This is an optimization exercise on Yosys and OpenROAD, whose aim is small area, not a production implementation.
Only simulation tests tie the RTL to the original design; equivalence was not proved.
No activity file was given, so power comes from the tool's default toggle rates.

run 1:
// zr_microseq
module zr_microseq (
    input  wire        clk,
    input  wire        rst,       
    input  wire        tick,
    input  wire        en,        
    input  wire        halt,      
    input  wire        inv,       
    input  wire [39:0] pos,       
    input  wire [31:0] vel,       
    input  wire [15:0] v1,        
    input  wire [15:0] v2,
    input  wire [15:0] v3,
    input  wire [15:0] v4,
    output reg         done,
    output reg  [2:0]  band,
    output reg  [2:0]  tgt,
    output wire        pend,
    output reg  [9:0]  addr,
    output wire [11:0] mag_a,
    output wire        pol_a,
    output wire [11:0] mag_b,
    output wire        pol_b
);
Size in the first run: roughly 830 cells after synthesis, ~190 I/O pins.
Settings: LEC_CHECK=0, ABC_AREA=1, CAP_MARGIN=20, CORE_MARGIN=2, CORE_UTILIZATION=45, CTS_BUF_LIST=sky130_fd_sc_hd__clkbuf_8, CTS_CLUSTER_DIAMETER=20, CTS_CLUSTER_SIZE=6, GPL_TIMING_DRIVEN=0, SLEW_MARGIN=20, SYNTH_MEMORY_MAX_BITS=16384; clock period 50.0 ns.
standard.sh (not shown) runs the stock make flow with config.mk's settings and CLKGATE_MAP_FILE= SYNTH_SCRIPT=/design/flow/synth_recipe.tcl, a recipe that flattens the netlist after the stock synthesis.
==> flow/flow/run.sh <==
#!/bin/bash
# The standard layout with three changes, none of which touches the registers:
#  1. after the standard synthesis, its combinational cells are mapped again by ABC with an
#     area script (flow/area.abc); the registers keep their cells and names;
#  2. each cell is then swapped for the smallest cell of its family (the clock period leaves
#     tens of ns of slack; repair_design still fixes slew and load after placement);
#  3. the port buffers are the smallest buffer cell.
set -euo pipefail
export BUFFER_PORTS_ARGS="-buffer_cell sky130_fd_sc_hd__buf_1"
PLAT=$FLOW_HOME/platforms/$FLOW_PLATFORM
LIB=$PLAT/lib/sky130_fd_sc_hd__tt_025C_1v80.lib
RES=orfs/results/$FLOW_PLATFORM/zr_microseq/base
YOSYS=${YOSYS_EXE:-$(command -v yosys || echo /OpenROAD-flow-scripts/tools/install/yosys/bin/yosys)}

bash standard.sh synth > standard_synth.log 2>&1
cp $RES/1_2_yosys.v standard_synth_netlist.v

python3 flow/cellmap.py $LIB cellmap.v > cellmap.log 2>&1
DU=$(python3 - "$PLAT/config.mk" <<'PY'
import re, sys
t = open(sys.argv[1]).read().replace('\\\n', ' ')
cells = []
for m in re.finditer(r'^export\s+DONT_USE_CELLS\s*\+?=\s*(.*)$', t, re.M):
    cells += m.group(1).split()
print(' '.join('-dont_use ' + c for c in cells))
PY
)
cat > resyn.ys <<EOY
read_liberty -lib $LIB
read_verilog standard_synth_netlist.v
hierarchy -top $FLOW_TOP
techmap -map cellmap.v
techmap
opt -purge
abc -liberty $LIB $DU -script flow/area.abc
opt_clean -purge
hilomap -singleton -hicell sky130_fd_sc_hd__conb_1 HI -locell sky130_fd_sc_hd__conb_1 LO
stat -liberty $LIB
check -assert -mapped
write_verilog -noattr -nohex -nodec resyn_netlist.v
EOY
$YOSYS -s resyn.ys > resyn.log 2>&1
python3 flow/downsize.py resyn_netlist.v $LIB $PLAT/config.mk > downsize.log 2>&1
cp resyn_netlist.v $RES/1_2_yosys.v
bash standard.sh > standard_flow.log 2>&1
==> flow/flow/area.abc <==
strash
&get -n
&deepsyn -T 90
&put
strash
&get -n
&deepsyn -T 90 -S 5
&put
strash
&get -n
&deepsyn -T 90 -S 9
&dch -f
&nf -a -p -F 50 -A 50 -R 200 -C 32
&put
Other scripts of this flow, unchanged in this note and not shown: flow/flow/cellmap.py, flow/flow/downsize.py
Every stage of the flow completed for run 1, and the final layout passed the timing, design-rule and antenna checks.
Setup changes, run 1 to run 2
Settings: swapping 6 for 30 in CTS_CLUSTER_SIZE; swapping 20 for 100 in CTS_CLUSTER_DIAMETER; swapping sky130_fd_sc_hd__clkbuf_8 for sky130_fd_sc_hd__clkbuf_16 in CTS_BUF_LIST.
Sequential share of power sits lower in run 2 than in run 1.
Going from run 1 to run 2, the fill cell instance count of the final layout was found to have gone down by about 0.7%.
Area growth from synthesis to layout ends up lower on run 1.
Final worst-path cycle share (higher): run 1
Diff run 2..run 1 | wire length reported by the detailed router | negligible
Reported for run 2 and run 1, number of ordinary and repair buffers in the finished layout turned out identical to the last digit.
Relative to run 1, worst hold slack has decreased by 0.0075 ns in run 2.
Changes in run 3 relative to run 2:
Settings: CTS_CLUSTER_DIAMETER: 100 -> 25; CTS_CLUSTER_SIZE: 30 -> 8; SLEW_MARGIN: 20 -> 10; CAP_MARGIN: 20 -> 10; CTS_BUF_LIST: sky130_fd_sc_hd__clkbuf_16 -> sky130_fd_sc_hd__clkbuf_8.
Re buffer share of cell area: run 3 is 0.25 points up on run 2.
In run 3 relative to run 2, wire length reported by the detailed router had gone up slightly.
Run 3 vs. run 2: hold slack picked up an extra 0.0082 ns; routed length per instance picked up an extra about 1%; vias per cell picked up an extra about 0.3%; met2 wire length picked up an extra 2.6%; design area lost about 1.2%.
Per the comparison of run 3 with run 2, share of total power in combinational logic has increased, clock network area share has decreased, multi-input gate share of total cell area has increased.
Count of non-CTS buffers in the layout, run 2 and run 3: lower on run 2
diff inputs: run 3 => run 4
Settings: a change of CAP_MARGIN from 10 to 20; a change of CORE_UTILIZATION from 45 to 52; a change of SLEW_MARGIN from 10 to 20.
--- a/flow/flow/area.abc
+++ b/flow/flow/area.abc
@@ -10,4 +10,12 @@
 &get -n
 &deepsyn -T 90 -S 9
+&put
+strash
+&get -n
+&deepsyn -T 90 -S 13
+&put
+strash
+&get -n
+&deepsyn -T 90 -S 21
 &dch -f
 &nf -a -p -F 50 -A 50 -R 200 -C 32
Findings:
Run 4 finished every stage and its layout cleared the timing, design-rule and antenna checks.
On cell area after layout, run 3 and run 4 are neck and neck.
Going from run 3 to run 4, met1 usage in global routing moved up; number of antenna violations at the first check in global routing level; detail-routed via count per cell moved up; power share of the combinational group level.
Row sum of internal, switching and leakage power: run 4 lower / run 3 higher
Re global-route wire length before repair: run 4 is 1.4% down on run 3.
The inputs of run 5 differ from those of run 4 as listed below.
Settings: CORE_UTILIZATION changed from 52 to 45.
==> flow/flow/area.abc <==
strash
&get -n
&deepsyn -T 90
&put
strash
&get -n
&deepsyn -T 90 -S 5
&put
strash
&get -n
&deepsyn -T 90 -S 9
&dch -f
&nf -a -p -F 50 -A 50 -R 200 -C 32
&put
[summary]
As far as number of clock sinks goes, run 5 and run 4 are indistinguishable; the numbers are identical.
Looking at worst hold slack, run 5 sits 0.010 ns above run 4.
Going from run 4 to run 5, shortest clock period the worst path allows after layout climbed 0.41 ns; cell count along the critical path level; fmax fell by 1.0 MHz.
When run 5 is measured against run 4, its net switching share of the total power turns out 0.24 points lower.
On sequential share of layout area, run 5 tracks run 4 almost exactly.
Worst path setup slack after routing was higher in the run labelled run 4.
Changes observed in run 5 relative to run 4: area inside the core boundary rose by 15%, final weighted congestion of routability-driven global placement now smaller.

port drivers added, routing unchanged:
How much do the figures lean on ideal ports? The routed layouts below were timed once more, with nothing changed but the port constraints.
Step 1, drivers: a clkbuf_16 drives clk and a buf_2 each remaining input, both assumed.
Step 2 adds t to the input delays and takes it off the output delays; t is the mean of the earliest and latest rising clock arrival at the registers after step 1. Input paths then give back, and output paths get back, about the clock's delay inside the block.
a / b / c = no drivers / after step 1 / after step 2; a / b = the first two.
run | t, ns | setup WS [ns] | hold WS [ns] | worst setup path after step 2 | cell pins on the clock port's net
run 1 | 0.417 | 29.490 / 29.451 / 29.868 | 0.336 / 0.336 / 0.336 | register to output | 1
run 2 | 0.399 | 29.632 / 29.587 / 29.986 | 0.329 / 0.329 / 0.329 | register to output | 1
run 3 | 0.429 | 29.606 / 29.567 / 29.997 | 0.337 / 0.337 / 0.337 | register to output | 1
run 4 | 0.415 | 29.901 / 29.861 / 30.276 | 0.326 / 0.326 / 0.326 | register to output | 1
run 5 | 0.417 | 29.490 / 29.451 / 29.868 | 0.336 / 0.336 / 0.336 | register to output | 1
After both steps every run listed still meets setup and hold.
